This is an optimization exercise on Yosys and OpenROAD, whose aim is small area, a short achievable clock period and few clock cycles per item, not a production implementation. Only the layout flow was run in this run; the RTL was not checked for function there. Power and IR drop assume default switching activity.

--- flow/run.sh ---
#!/bin/bash
# synth_recipe.tcl (not shown) runs the flow's synth.tcl, then flattens the netlist and writes it again
# the make line also repeats each setting of config.mk as NAME=value (left out here)
make -C /OpenROAD-flow-scripts/flow DESIGN_CONFIG=/design/flow/config.mk WORK_HOME=/design/flow/orfs CLKGATE_MAP_FILE= SYNTH_SCRIPT=/design/flow/synth_recipe.tcl finish
--- flow/config.mk ---
export PLATFORM = sky130hd
export DESIGN_NAME = par_engine
export DESIGN_NICKNAME = par_engine
export VERILOG_FILES = /design/flow/design.v
export SDC_FILE = /design/flow/constraint.sdc
export NUM_CORES = 4
export LEC_CHECK = 0
export CAP_MARGIN = 20
export CORE_MARGIN = 2
export CORE_UTILIZATION = 40
export SLEW_MARGIN = 20
--- flow/design.v ---
module par_engine (
  input  wire        clk,
  input  wire        rst,
  input  wire        cmd_valid,
  output wire        cmd_ready,
  input  wire [1:0]  cmd_mode,     
  input  wire [4:0]  cmd_n,        
  input  wire [4:0]  cmd_a,        
  input  wire [4:0]  cmd_b,        
  input  wire [11:0] cmd_cols,     
  input  wire        in_valid,
  output wire        in_ready,
  input  wire [63:0] in_data,
  output reg         out_valid,
  input  wire        out_ready,
  output reg  [63:0] out_data,
  output reg         out_last
);
  localparam [1:0] M_GEN = 2'd0, M_UPD = 2'd1, M_REC = 2'd2;
  localparam [1:0] S_IDLE = 2'd0, S_SET = 2'd1, S_RUN = 2'd2;
  function automatic [7:0] mul_g(input [7:0] x);        
    mul_g = {x[6:0], 1'b0} ^ (x[7] ? 8'h1d : 8'h00);
  endfunction
  function automatic [7:0] mul_ginv(input [7:0] x);     
    mul_ginv = {1'b0, x[7:1]} ^ (x[0] ? 8'h8e : 8'h00);
  endfunction
  function automatic [63:0] mul_w(input [63:0] w, input [7:0] c);
    reg [7:0] cg [0:7];
    reg [7:0] acc;
    integer i, l;
    begin
      cg[0] = c;
      for (i = 1; i < 8; i = i + 1) cg[i] = mul_g(cg[i-1]);
      for (l = 0; l < 8; l = l + 1) begin
        acc = 8'h00;
        for (i = 0; i < 8; i = i + 1)
          if (w[8*l + i]) acc = acc ^ cg[i];
        mul_w[8*l +: 8] = acc;
      end
    end
  endfunction
  function automatic [7:0] tab_t(input [4:0] d);
    case (d)
      5'd1:  tab_t = 8'hf4;  5'd2:  tab_t = 8'ha7;  5'd3:  tab_t = 8'h9d;
      5'd4:  tab_t = 8'h72;  5'd5:  tab_t = 8'hed;  5'd6:  tab_t = 8'h5f;
      5'd7:  tab_t = 8'h54;  5'd8:  tab_t = 8'ha0;  5'd9:  tab_t = 8'ha9;
      5'd10: tab_t = 8'hfb;  5'd11: tab_t = 8'h74;  5'd12: tab_t = 8'h85;
      5'd13: tab_t = 8'he4;  5'd14: tab_t = 8'hc0;  5'd15: tab_t = 8'h8a;
      5'd16: tab_t = 8'h67;  5'd17: tab_t = 8'hdc;  5'd18: tab_t = 8'h26;
      5'd19: tab_t = 8'h63;  5'd20: tab_t = 8'hf2;  5'd21: tab_t = 8'he9;
      default: tab_t = 8'h00;
    endcase
  endfunction
  reg [1:0]  state;
  reg [1:0]  mode;
  reg [4:0]  n_eff;           
  reg [4:0]  last_k;          
  reg [4:0]  lo, hi;          
  reg        c_first_r;       
  reg        c_sec_x;         
  reg        c_two;           
  reg [11:0] cols_left;
  reg [4:0]  cnt_a, cnt_b;    
  reg [7:0]  alpha, beta;
  reg [4:0]  k;
  reg [7:0]  s;               
  reg [7:0]  c_cur;           
  reg        a_cur;           
  reg        first_cur;       
  reg        last_cur;        
  reg [63:0] acc_a, acc_r;
  reg        full;            
  reg        f_first_r, f_sec_x, f_two, f_last;
  reg [63:0] sec_data;
  reg        sec_valid, sec_last;
  wire cmd_fire = cmd_valid && cmd_ready;
  wire in_fire  = in_valid && in_ready;
  wire cap      = full && !out_valid;
  assign cmd_ready = (state == S_IDLE);
  assign in_ready  = (state == S_RUN) && !(full && out_valid);
  wire [4:0] k_nx    = last_cur ? 5'd0 : k + 5'd1;
  wire [7:0] s_nx    = last_cur ? alpha : mul_g(s);
  wire       lost_nx = (mode == M_REC) && (k_nx == lo || k_nx == hi);
  wire       data_nx = (k_nx < n_eff);
  wire       p_nx    = (k_nx == n_eff);
  wire       upd     = (mode == M_UPD);
  wire [7:0] c_nx    = lost_nx ? 8'h00 :
                       data_nx ? (s_nx ^ beta) :
                       p_nx    ? (upd ? 8'h00 : beta) :
                                 (upd ? 8'h01 : alpha);
  wire        c_rec   = (cmd_mode == M_REC);
  wire        c_two_l = c_rec && (cmd_b != 5'd31);
  wire        c_swap  = c_two_l && (cmd_b < cmd_a);
  wire [4:0]  c_lo    = c_swap ? cmd_b : cmd_a;
  wire [4:0]  c_hi    = c_swap ? cmd_a : cmd_b;
  wire [4:0]  c_d     = c_hi - c_lo;
  wire        c_hi_p  = (c_hi == cmd_n);
  wire        c_hi_q  = (c_hi == cmd_n + 5'd1);
  wire        c_lo_q  = (c_lo == cmd_n + 5'd1);
  wire        c_lo_dt = (c_lo < cmd_n);
  wire        c_dd    = c_two_l && c_lo_dt && !c_hi_p && !c_hi_q;
  wire        c_dp    = c_two_l && c_lo_dt && c_hi_p;
  wire        c_dq    = c_two_l && c_lo_dt && c_hi_q;
  always @(posedge clk) begin
    if (rst) begin
      state     <= S_IDLE;
      full      <= 1'b0;
      out_valid <= 1'b0;
      out_last  <= 1'b0;
      sec_valid <= 1'b0;
    end else begin
      case (state)
        S_IDLE: if (cmd_fire) begin
          mode      <= cmd_mode;
          n_eff     <= (cmd_mode == M_UPD) ? 5'd2 : cmd_n;
          last_k    <= (cmd_mode == M_GEN) ? cmd_n - 5'd1 :
                       (cmd_mode == M_UPD) ? 5'd3 : cmd_n + 5'd1;
          lo        <= c_rec ? c_lo : 5'd31;
          hi        <= c_two_l ? c_hi : 5'd31;
          cols_left <= cmd_cols;
          c_two     <= !c_rec || c_two_l;
          c_first_r <= c_rec && (c_two_l ? (c_dd || c_dp) : c_lo_q);
          c_sec_x   <= c_dd || c_dp;
          alpha     <= (cmd_mode == M_UPD) ? 8'h00 :
                       c_dd ? tab_t(c_d) : 8'h01;
          beta      <= (cmd_mode == M_UPD || c_dq) ? 8'h01 :
                       c_dd ? tab_t(c_d) : 8'h00;
          cnt_a     <= (c_dd || c_dp) ? c_lo : 5'd0;
          cnt_b     <= (cmd_mode == M_UPD) ? cmd_a :
                       c_dq ? c_lo : c_dd ? c_d : 5'd0;
          state     <= S_SET;
        end
        S_SET: begin
          if (cnt_a != 5'd0) begin
            alpha <= mul_ginv(alpha);
            cnt_a <= cnt_a - 5'd1;
          end
          if (cnt_b != 5'd0) begin
            beta  <= mul_g(beta);
            cnt_b <= cnt_b - 5'd1;
          end
          if (cnt_a == 5'd0 && cnt_b == 5'd0) begin
            k         <= 5'd0;
            s         <= alpha;
            c_cur     <= (mode == M_REC && (lo == 5'd0 || hi == 5'd0)) ? 8'h00 :
                         (alpha ^ beta);
            a_cur     <= !(mode == M_REC && (lo == 5'd0 || hi == 5'd0));
            first_cur <= 1'b1;
            last_cur  <= 1'b0;
            state     <= S_RUN;
          end
        end
        S_RUN: if (in_fire) begin
          k         <= k_nx;
          s         <= s_nx;
          c_cur     <= c_nx;
          a_cur     <= !lost_nx && (data_nx || p_nx);
          first_cur <= last_cur;
          last_cur  <= (k_nx == last_k);
          if (last_cur) begin
            cols_left <= cols_left - 12'd1;
            if (cols_left == 12'd1) state <= S_IDLE;
          end
        end
        default: state <= S_IDLE;
      endcase
      if (in_fire) begin
        acc_a <= (first_cur ? 64'd0 : acc_a) ^ (a_cur ? in_data : 64'd0);
        acc_r <= (first_cur ? 64'd0 : acc_r) ^ mul_w(in_data, c_cur);
      end
      if (in_fire && last_cur) begin
        full      <= 1'b1;
        f_first_r <= c_first_r;
        f_sec_x   <= c_sec_x;
        f_two     <= c_two;
        f_last    <= (cols_left == 12'd1);
      end else if (cap) begin
        full      <= 1'b0;
      end
      if (cap) begin
        out_valid <= 1'b1;
        out_data  <= f_first_r ? acc_r : acc_a;
        out_last  <= f_last && !f_two;
        sec_data  <= f_sec_x ? (acc_a ^ acc_r) : acc_r;
        sec_valid <= f_two;
        sec_last  <= f_last;
      end else if (out_valid && out_ready) begin
        if (sec_valid) begin
          out_data  <= sec_data;
          out_last  <= sec_last;
          sec_valid <= 1'b0;
        end else begin
          out_valid <= 1'b0;
        end
      end
    end
  end
endmodule
--- flow/constraint.sdc ---
create_clock -name core_clock -period 8.0 [get_ports {clk}]
set_input_delay 1.6000 -clock core_clock [delete_from_list [all_inputs] [get_ports {clk}]]
set_output_delay 1.6000 -clock core_clock [all_outputs]
set_load 0.01 [all_outputs]
==> Flow_metrics.wiki <==
{| class="wikitable"
! Metric !! Value
|-
| Netlist area before placement || ~26,000 µm²
|-
| CTS Buf Count || 43
|-
| CTS Buffer Depth || 3
|-
| P_leak || 0.0103 µW
|-
| Cts-stage hold buffer count || 0
|-
| Synth Net Count || 2,933
|-
| Most frequently used cell type in the post-synthesis netlist || nand2_1
|-
| # H-tree levels || 2
|-
| Number of fill cells in the layout || about 5,800
|-
| Max IR drop VDD || 0.147 mV
|-
| Class of the worst hold path || reg2reg
|-
| Number of I/O pins || 166
|-
| Placer's final routability congestion estimate || between 0.8 and 0.9
|-
| Routed wire length || between 70,000 and 80,000 µm
|-
| Clock slew at reported path FFs || 60 ps
|-
| Largest area contributor in the synthesized netlist || edfxtp_1
|-
| Clock tree from TritonCTS || built
|-
| Height of the die || between 200 and 300 µm
|-
| Synth cell count leaders || nand2_1, xnor2_1, edfxtp_1
|-
| Final setup violation count || 0
|-
| Core Rows || 92
|-
| Vias || about 20,000
|-
| Relative slew slack || around a quarter
|-
| Largest clock skew in the final design || 27.5 ps
|-
| Initial standard-cell utilization of the core || just over 40%
|-
| Synth top area share || between 40% and 50%
|-
| Hold violation total from the final report || 0
|-
| Antenna cells || 0
|-
| Worst-skew pair later-pin latency || between 500 and 600 ps
|-
| Number of iterations in the first detailed-routing pass || 6
|-
| Syn. warnings || 2
|-
| Average cell area after synthesis || 9.16 µm²
|-
| Count of antenna-violating nets left after detailed routing || 0
|-
| Kind of end point of the critical path || register
|-
| Shortest period the worst path allows || ~6000 ps
|-
| Launch point of the worst path || cmd_a[2]
|-
| Unrepaired setup endpoints after global routing || no
|-
| Min setup slack post-route || approximately 1900 ps
|-
| Post-CTS Setup Bufs || 0
|-
| Clock root cell || clkbuf_16
|-
| Crit Path Category || in2reg
|-
| Start point of the worst min-delay path || c_sec_x
|-
| Via density || 5.25
|-
| Flip-flop cell with the highest count after synthesis || edfxtp_1
|-
| First-pass GRT wire length || 114,000 µm
|-
| Peak clock frequency supported by timing || approximately 160 MHz
|-
| Worst endpoint data arrival time || 6460 ps
|-
| Post-layout nets || approximately 3,000
|-
| Gate count of the mapped netlist || 2,802
|-
| Share of synthesized area occupied by flip-flops and latches || 41.2%
|-
| Multi-input gate area in the final layout || around 14,000 µm²
|-
| Beginning of the worst register-to-register path || c_cur[0]
|-
| Synthesis-to-layout area growth || 14.4%
|-
| Number of synthesized register bits || between 300 and 400
|-
| Number of buffers added on ports || 165
|-
| Number of enable-type register cells in the synthesized netlist || 348
|-
| Pre-CTS setup slack || 1340 ps
|-
| Fin. max-slew vios || 0
|-
| DR iter-0 viols || 1,546
|-
| Register area || 10,600 µm²
|-
| Die Outline Area || ~66,000 µm²
|-
| GRT Resource Usage Total || between 20% and 30%
|-
| Number of antenna violations at the first check in global routing || 4
|-
| Crit path launch type || primary input
|-
| Total of max-cap violations || 0
|-
| Top area cells in the synthesized netlist || edfxtp_1, xnor2_1, nand2_1
|-
| Run status || no timing/DRC/antenna violations
|-
| Average detailed-routed wire length per instance || 19.6 µm
|-
| Fraction of layout instances using a drive strength above 1 || around 5.6%
|-
| Total core area || ~63,000 µm²
|-
| Total of cells resized after clock tree synthesis || 0
|-
| Async S/R FF share, synth || 0%
|-
| Count of unresolved DRC violations after routing || 0
|-
| Distinct cells, synth || 70
|-
| Worst path required time || 8360 ps
|-
| Power Dens Cells || 160 nW/µm²
|-
| Biggest fanout along the worst timing path || 12
|-
| Die extent in x || 257 µm
|-
| Number of sinks on the clock net || between 300 and 400
|-
| Dpl hpwl || about 47,000 µm
|-
| Worst-margin pin slew || 1110 ps
|-
| Final worst-path cycle share || between 70 and 80%
|-
| Number of global-route vias before repair || 19,500
|-
| GRT Residual Overflow || 0
|-
| Final total negative setup slack || 0 ps
|-
| Largest net degree at the start of global routing || 129
|}
-- final timing paths --
check / cells past startpoint / slack (ps) / endpoint
max: 18 / 1910 / alpha[3]
min: 0 / 430 / f_sec_x
max reg2reg: 9 / 3480 / acc_r[60]
min reg2reg: 0 / 430 / f_sec_x
-- cell type report --
type                    count  area share [%]
multi-input cells        2216            48.8
clock inverters            23           0.835
clock buffers              52            3.78
flip-flops and latches    354            36.0
inverters                  33           0.422
repair buffers            202            6.61
well taps                 846            3.60
-- flip-flops by register name, indices dropped and copies added (netlist names), 5 cells and up --
| signal | count |
|---|---|
| lo | 5 |
| acc_a | 64 |
| alpha | 8 |
| k | 5 |
| cnt_a | 5 |
| s | 8 |
| beta | 8 |
| out_data | 64 |
| cnt_b | 5 |
| last_k | 5 |
| n_eff | 5 |
| cols_left | 12 |
| c_cur | 8 |
| acc_r | 64 |
| hi | 5 |
| sec_data | 64 |
-- routing by layer --
metal / GRT usage, % / part of all wire, %
met1: 28.2 / 43
met2: 37.4 / 48
met3: 3.05 / 5.7
met4: 6.57 / 2.8
met5: 0 / 0.063
-- cell families (layout without fill, tap and decap cells) --
group,count (synthesis),count (layout),share of synthesized area [%]
AOI/OAI and AO/OA,339,339,8.26
xor gates and xnor gates,681,681,23.3
adders and majority gates,33,33,1.61
buffers and inverters,232,310,3.54
DFF,354,354,41.2
muxes,103,103,4.16
and+or+nand+nor,1060,1060,17.9
-- stage by stage --
step / hold WS (ps) / cell area (µm²) / util, % / cells / power, µW
6_report: 428 / 29400 / 46.5 / 3726 / 4710
5_1_grt: 442 / 29400 / 46.5 / 3726 / 4880
4_1_cts: 429 / 29400 / 46.5 / 3726 / 4750
3_5_place_dp: 420 / 28000 / 44.3 / 3651 / 2820
3_3_place_gp: 427 / 28000 / 44.3 / 3651 / 2800
2_1_floorplan: 400 / 25700 / - / 2802 / 2650
-- power by group --
group	switching (µW)	internal [µW]
Sequential	21.0	2070
Combinational	381	316
Clock	804	1120
Total	1210	3500
-- cell usage in the layout, fill, tap and decap left out, types with 7 or more instances in the layout --
cell type,Yosys,layout
mux2i_1,74,74
edfxtp_1,348,348
clkdlybuf4s50_1,0,165
xnor2_1,599,597
nor3_1,21,21
buf_4,0,36
clkinv_2,0,7
nor2_1,77,74
o21ai_0,161,161
clkbuf_1,157,9
a21oi_1,41,39
nor2b_1,108,107
xor2_1,80,75
nand2b_1,48,47
o31ai_1,7,7
o21ai_1,8,8
o221ai_1,7,7
ha_1,33,33
mux2_2,28,28
inv_1,33,33
a22oi_1,49,49
o211ai_1,7,7
nand4_1,9,9
nand3_1,25,25
or3_1,11,11
o22ai_1,7,7
nand2_1,727,727
clkbuf_16,0,43
-- critical path, stage by stage --
cell and delay [ps]:
clkdlybuf4s50_1 530, inv_1 110, ha_1 430, o211a_1 290
o31a_4 160, nor3_2 650, nand2_1 110, o21ai_1 340
ha_1 330, nor2b_1 130, o21a_1 160, o21a_1 170
o21ai_0 160, nand2_1 110, a41o_1 280, a21oi_2 300
nand2_1 230, o311ai_1 380

## separate check: timing with driven ports
The results above use ideal ports. As a check the final layout listed here was re-extracted and re-timed, cells and wires unchanged.
Step 1 assumes that a clkbuf_16 drives the clock port and a buf_2 every other input.
Step 2 times the ports against the registers' clock, not the clock port: input delays grow and output delays shrink by t, the midpoint of the rising clock arrivals with the driver on.
a / b / c = ideal / step 1 / step 2; a / b = the first two.
t, ns: 0.631
slack for setup (ns): 1.906 / 1.944 / 1.314
worst setup path after step 2: input to register
After both steps this run still meets setup and hold. For this run, drivers alone change the setup slack by +0.038 ns; drivers and shift together by -0.592 ns.
